From an optimization exercise on the open Yosys and OpenROAD flow, aimed at small area, a short achievable clock period and few clock cycles per item; shortcuts taken in it are not production practice. The RTL was checked by simulation tests, not by an equivalence proof against the original design.

== old ==
==> module ftn_addr_hash, before the edit <==
module ftn_addr_hash (
    input  wire         clk,
    input  wire         rst,         
    input  wire [127:0] key,         
    input  wire         in_valid,
    output wire         in_ready,
    input  wire [127:0] addr,        
    input  wire         is_v6,
    input  wire         v6_pfx,
    output wire         out_valid,
    input  wire         out_ready,
    output wire [63:0]  h,
    output wire [19:0]  index,       
    output wire [15:0]  tag          
);
    function [63:0] bswap64(input [63:0] x);
        integer i;
        begin
            for (i = 0; i < 8; i = i + 1)
                bswap64[8*i +: 8] = x[63-8*i -: 8];
        end
    endfunction
    function [31:0] bswap32(input [31:0] x);
        bswap32 = {x[7:0], x[15:8], x[23:16], x[31:24]};
    endfunction
    function [63:0] rotl(input [63:0] x, input integer b);
        rotl = (x << b) | (x >> (64 - b));
    endfunction
    reg         run;         
    reg  [4:0]  cnt;         
    reg         t6, tp;      
    reg  [63:0] m0_q;        
    reg  [63:0] lo_q;        
    reg  [63:0] x0, x1, y0, y1;
    reg         ov;          
    reg  [63:0] h_q;
    reg         last;        
    reg         rdy;         
    reg         init;        
    reg         f_m0, f_lo0, f_8_0, f_16_0, f_lo3, f_8_3, f_16_3, fin;   
    wire ph     = cnt[0];    
    wire done   = last && !ov;                          
    wire replay = last && ov;                           
    assign in_ready = rdy;
    wire acc = !rst && in_valid && rdy;
    wire       run_n  = !rst && (acc || replay || (run && !last));
    wire       ov_n   = !rst && (done || (ov && !out_ready));
    wire [4:0] cn     = cnt + 5'd1;
    wire       step   = !rst && !init;                  
    wire       last_n = step && (t6 ? (cn == 5'd19) : tp ? (cn == 5'd15) : (cn == 5'd11));
    wire [63:0] m0_in = !is_v6 ? {8'd4, 24'd0, bswap32(addr[31:0])} : bswap64(addr[127:64]);
    wire [63:0] m0    = in_ready ? m0_in : m0_q;
    wire [63:0] k0 = bswap64(key[127:64]);
    wire [63:0] k1 = bswap64(key[63:0]);
    wire [63:0] s, t;
    sip_add64 add_s (.a(x0), .b(y0), .s(s));
    sip_add64 add_t (.a(x1), .b(y1), .s(t));
    wire [63:0] ry0 = ph ? rotl(y0, 17) : rotl(y0, 13);
    wire [63:0] ry1 = ph ? rotl(y1, 21) : rotl(y1, 16);
    wire [63:0] inj0 = (f_m0 ? m0_q : 64'd0) | (f_lo0 ? lo_q : 64'd0)
                     | {3'd0, f_16_0, f_8_0, 59'd0};
    wire [63:0] inj3 = (f_lo3 ? lo_q : 64'd0) | {3'd0, f_16_3, f_8_3, 59'd0};
    wire [63:0] nx0 = t ^ inj0;
    wire [63:0] nx1 = rotl(s, 32) ^ {56'd0, {8{fin}}};
    wire [63:0] ny0 = ry0 ^ s;
    wire [63:0] ny1 = (ry1 ^ inj3) ^ t;
    wire [63:0] hf  = ny0 ^ rotl(s, 32) ^ ry1;           
    always @(posedge clk) begin
        if (in_ready) begin
            m0_q <= m0_in;
            lo_q <= bswap64(addr[63:0]);
            t6   <= is_v6 && !v6_pfx;
            tp   <= is_v6 && v6_pfx;
        end
        if (init) begin
            x0  <= k0 ^ 64'h736f6d6570736575;
            y0  <= k1 ^ 64'h646f72616e646f6d;
            x1  <= k0 ^ 64'h6c7967656e657261;
            y1  <= k1 ^ 64'h7465646279746573 ^ m0;
            cnt <= 5'd0;
        end else begin
            x0  <= nx0;
            x1  <= nx1;
            y0  <= ny0;
            y1  <= ny1;
            cnt <= cnt + 5'd1;
        end
        if (done)
            h_q <= hf;
        run    <= run_n;
        ov     <= ov_n;
        last   <= last_n;
        rdy    <= !run_n || (last_n && !ov_n);
        init   <= !run_n || last_n;
        f_m0   <= step && cn == 5'd3;
        f_lo0  <= step && cn == 5'd7 && t6;
        f_8_0  <= step && cn == 5'd7 && tp;
        f_16_0 <= step && cn == 5'd11 && t6;
        f_lo3  <= step && cn == 5'd3 && t6;
        f_8_3  <= step && cn == 5'd3 && tp;
        f_16_3 <= step && cn == 5'd7 && t6;
        fin    <= step && (t6 ? cn == 5'd11 : tp ? cn == 5'd7 : cn == 5'd3);
    end
    assign out_valid = ov;
    assign h         = h_q;
    assign index     = h_q[19:0];
    assign tag       = h_q[35:20];
endmodule
export LEC_CHECK = 0
export ABC_AREA = 1
export CAP_MARGIN = 20
export CORE_MARGIN = 2
export CORE_UTILIZATION = 60
export SLEW_MARGIN = 20
create_clock -name core_clock -period 11.0 [get_ports {clk}]
standard.sh (not shown) runs the stock make flow with config.mk's settings and CLKGATE_MAP_FILE= SYNTH_SCRIPT=/design/flow/synth_recipe.tcl, a recipe that flattens the netlist after the stock synthesis.
==> flow/flow/run.sh <==
#!/bin/bash
# Layout: the standard flow (standard.sh) with these changes:
#  - repair_timing is asked to leave 7.5 ns of setup slack at the 11 ns clock
#    (a 3.5 ns target), so that it sizes the datapath for speed;
#  - the full-adder cells are added to the platform's don't-use list, so
#    synthesis extracts only half adders and leaves the 3-input XORs and
#    majorities of the adders to abc (faster than the fa cell's sum output);
#  - ports are buffered with buf_1 cells instead of the default choice;
#  - clock tree: clkbuf_8 buffers, clusters of at most 16 sinks within 45 um,
#    no dummy loads.
# The clock, the constraints and everything else are the standard ones.
set -euo pipefail
DONT_USE="sky130_fd_sc_hd__probe_p_8 sky130_fd_sc_hd__probec_p_8 sky130_fd_sc_hd__lpflow_bleeder_1 sky130_fd_sc_hd__lpflow_clkbufkapwr_1 sky130_fd_sc_hd__lpflow_clkbufkapwr_16 sky130_fd_sc_hd__lpflow_clkbufkapwr_2 sky130_fd_sc_hd__lpflow_clkbufkapwr_4 sky130_fd_sc_hd__lpflow_clkbufkapwr_8 sky130_fd_sc_hd__lpflow_clkinvkapwr_1 sky130_fd_sc_hd__lpflow_clkinvkapwr_16 sky130_fd_sc_hd__lpflow_clkinvkapwr_2 sky130_fd_sc_hd__lpflow_clkinvkapwr_4 sky130_fd_sc_hd__lpflow_clkinvkapwr_8 sky130_fd_sc_hd__lpflow_decapkapwr_12 sky130_fd_sc_hd__lpflow_decapkapwr_3 sky130_fd_sc_hd__lpflow_decapkapwr_4 sky130_fd_sc_hd__lpflow_decapkapwr_6 sky130_fd_sc_hd__lpflow_decapkapwr_8 sky130_fd_sc_hd__lpflow_inputiso0n_1 sky130_fd_sc_hd__lpflow_inputiso0p_1 sky130_fd_sc_hd__lpflow_inputiso1n_1 sky130_fd_sc_hd__lpflow_inputiso1p_1 sky130_fd_sc_hd__lpflow_inputisolatch_1 sky130_fd_sc_hd__lpflow_isobufsrc_1 sky130_fd_sc_hd__lpflow_isobufsrc_16 sky130_fd_sc_hd__lpflow_isobufsrc_2 sky130_fd_sc_hd__lpflow_isobufsrc_4 sky130_fd_sc_hd__lpflow_isobufsrc_8 sky130_fd_sc_hd__lpflow_isobufsrckapwr_16 sky130_fd_sc_hd__lpflow_lsbuf_lh_hl_isowell_tap_1 sky130_fd_sc_hd__lpflow_lsbuf_lh_hl_isowell_tap_2 sky130_fd_sc_hd__lpflow_lsbuf_lh_hl_isowell_tap_4 sky130_fd_sc_hd__lpflow_lsbuf_lh_isowell_4 sky130_fd_sc_hd__lpflow_lsbuf_lh_isowell_tap_1 sky130_fd_sc_hd__lpflow_lsbuf_lh_isowell_tap_2 sky130_fd_sc_hd__lpflow_lsbuf_lh_isowell_tap_4  sky130_fd_sc_hd__fa_1 sky130_fd_sc_hd__fa_2 sky130_fd_sc_hd__fa_4"
bash standard.sh \
  SETUP_SLACK_MARGIN=7.5 \
  "DONT_USE_CELLS=$DONT_USE" \
  "BUFFER_PORTS_ARGS=-buffer_cell sky130_fd_sc_hd__buf_1" \
  "CTS_ARGS=-sink_clustering_enable -repair_clock_nets -dont_use_dummy_load -buf_list {sky130_fd_sc_hd__clkbuf_8} -sink_clustering_size 16 -sink_clustering_max_diameter 45" \
  finish > standard_flow.log 2>&1
Testbench counts of old, summed over its fixed seeds: cycles 38,308, items 2,400.
## Diff of input files: new against old
--- a/flow/design.v
+++ b/flow/design.v
@@ -24,35 +24,38 @@
         bswap32 = {x[7:0], x[15:8], x[23:16], x[31:24]};
     endfunction
     function [63:0] rotl(input [63:0] x, input integer b);
         rotl = (x << b) | (x >> (64 - b));
     endfunction
     reg         run;         
+    reg         pend;        
     reg  [4:0]  cnt;         
     reg         t6, tp;      
     reg  [63:0] m0_q;        
     reg  [63:0] lo_q;        
     reg  [63:0] x0, x1, y0, y1;
     reg         ov;          
     reg  [63:0] h_q;
     reg         last;        
+    reg         prelast;     
     reg         rdy;         
     reg         init;        
     reg         f_m0, f_lo0, f_8_0, f_16_0, f_lo3, f_8_3, f_16_3, fin;   
     wire ph     = cnt[0];    
     wire done   = last && !ov;                          
     wire replay = last && ov;                           
+    wire start  = pend && (!run || done);               
     assign in_ready = rdy;
     wire acc = !rst && in_valid && rdy;
-    wire       run_n  = !rst && (acc || replay || (run && !last));
-    wire       ov_n   = !rst && (done || (ov && !out_ready));
-    wire [4:0] cn     = cnt + 5'd1;
-    wire       step   = !rst && !init;                  
-    wire       last_n = step && (t6 ? (cn == 5'd19) : tp ? (cn == 5'd15) : (cn == 5'd11));
-    wire [63:0] m0_in = !is_v6 ? {8'd4, 24'd0, bswap32(addr[31:0])} : bswap64(addr[127:64]);
-    wire [63:0] m0    = in_ready ? m0_in : m0_q;
+    wire       run_n     = !rst && (start || replay || (run && !last));
+    wire       pend_n    = !rst && (acc || (pend && !start));
+    wire       ov_n      = !rst && (done || (ov && !out_ready));
+    wire [4:0] cn        = cnt + 5'd1;
+    wire       step      = !rst && !init;               
+    wire       last_n    = step && (t6 ? (cn == 5'd19) : tp ? (cn == 5'd15) : (cn == 5'd11));
+    wire       prelast_n = step && (t6 ? (cn == 5'd18) : tp ? (cn == 5'd14) : (cn == 5'd10));
     wire [63:0] k0 = bswap64(key[127:64]);
     wire [63:0] k1 = bswap64(key[63:0]);
     wire [63:0] s, t;
     sip_add64 add_s (.a(x0), .b(y0), .s(s));
     sip_add64 add_t (.a(x1), .b(y1), .s(t));
     wire [63:0] ry0 = ph ? rotl(y0, 17) : rotl(y0, 13);
@@ -63,46 +66,48 @@
     wire [63:0] nx0 = t ^ inj0;
     wire [63:0] nx1 = rotl(s, 32) ^ {56'd0, {8{fin}}};
     wire [63:0] ny0 = ry0 ^ s;
     wire [63:0] ny1 = (ry1 ^ inj3) ^ t;
     wire [63:0] hf  = ny0 ^ rotl(s, 32) ^ ry1;           
     always @(posedge clk) begin
-        if (in_ready) begin
-            m0_q <= m0_in;
+        if (rdy) begin
+            m0_q <= !is_v6 ? {8'd4, 24'd0, bswap32(addr[31:0])} : bswap64(addr[127:64]);
             lo_q <= bswap64(addr[63:0]);
             t6   <= is_v6 && !v6_pfx;
             tp   <= is_v6 && v6_pfx;
         end
         if (init) begin
             x0  <= k0 ^ 64'h736f6d6570736575;
             y0  <= k1 ^ 64'h646f72616e646f6d;
             x1  <= k0 ^ 64'h6c7967656e657261;
-            y1  <= k1 ^ 64'h7465646279746573 ^ m0;
+            y1  <= k1 ^ 64'h7465646279746573 ^ m0_q;
             cnt <= 5'd0;
         end else begin
             x0  <= nx0;
             x1  <= nx1;
             y0  <= ny0;
             y1  <= ny1;
-            cnt <= cnt + 5'd1;
+            cnt <= cn;
         end
         if (done)
             h_q <= hf;
-        run    <= run_n;
-        ov     <= ov_n;
-        last   <= last_n;
-        rdy    <= !run_n || (last_n && !ov_n);
-        init   <= !run_n || last_n;
-        f_m0   <= step && cn == 5'd3;
-        f_lo0  <= step && cn == 5'd7 && t6;
-        f_8_0  <= step && cn == 5'd7 && tp;
-        f_16_0 <= step && cn == 5'd11 && t6;
-        f_lo3  <= step && cn == 5'd3 && t6;
-        f_8_3  <= step && cn == 5'd3 && tp;
-        f_16_3 <= step && cn == 5'd7 && t6;
-        fin    <= step && (t6 ? cn == 5'd11 : tp ? cn == 5'd7 : cn == 5'd3);
+        run     <= run_n;
+        pend    <= pend_n;
+        ov      <= ov_n;
+        last    <= last_n;
+        prelast <= prelast_n;
+        rdy     <= !pend_n && (!run_n || (prelast_n && !ov_n));
+        init    <= !run_n || last_n;
+        f_m0    <= step && cn == 5'd3;
+        f_lo0   <= step && cn == 5'd7 && t6;
+        f_8_0   <= step && cn == 5'd7 && tp;
+        f_16_0  <= step && cn == 5'd11 && t6;
+        f_lo3   <= step && cn == 5'd3 && t6;
+        f_8_3   <= step && cn == 5'd3 && tp;
+        f_16_3  <= step && cn == 5'd7 && t6;
+        fin     <= step && (t6 ? cn == 5'd11 : tp ? cn == 5'd7 : cn == 5'd3);
     end
     assign out_valid = ov;
     assign h         = h_q;
     assign index     = h_q[19:0];
     assign tag       = h_q[35:20];
 endmodule
### Flow results
Share of layout cells above drive strength 1 (higher): new. Looking only at worst endpoint data arrival time, and setting everything else aside, the higher value of old and new goes to new. The final layout from new, which completed every stage, passed the timing, design-rule and antenna checks at the end of the flow. Diff old -> new: count of flip-flops and latches neither gained nor lost much, synthesized cell area went up 1.1%, count of clock buffers in the final design fell 8.3%. Compared with old, new shows a share of the clock period used by the worst path after layout that is 0.95 points higher.
Testbench counts of new, summed over its fixed seeds: cycles 38,316, items 2,400.

port drivers added, routing unchanged:
How much do the figures lean on ideal ports? The routed layouts below were timed once more, with nothing changed but the port constraints. Step 1, drivers: a clkbuf_16 drives clk and a buf_2 each remaining input, both assumed. Step 2 adds t to the input delays and takes it off the output delays; t is the mean of the earliest and latest rising clock arrival at the registers after step 1. Input paths then give back, and output paths get back, about the clock's delay inside the block. a / b / c = ideal ports / drivers / drivers and shift; a / b = the first two.
run | shift t [ns] | setup WS [ns] | latest minus earliest clock arrival (ns) | slew at the worst register clock pin (ns) | worst slew at a driven data input, ns
old | 0.728 | 7.492 / 7.435 / 7.008 | 0.075 / 0.075 | 0.10 / 0.10 | 0.08
new | 0.719 | 7.387 / 7.331 / 7.245 | 0.080 / 0.080 | 0.10 / 0.10 | 0.08
After both steps setup and hold are still met in every run listed. For old, which loses most, drivers alone change the setup slack by -0.057 ns; drivers and shift together by -0.484 ns.
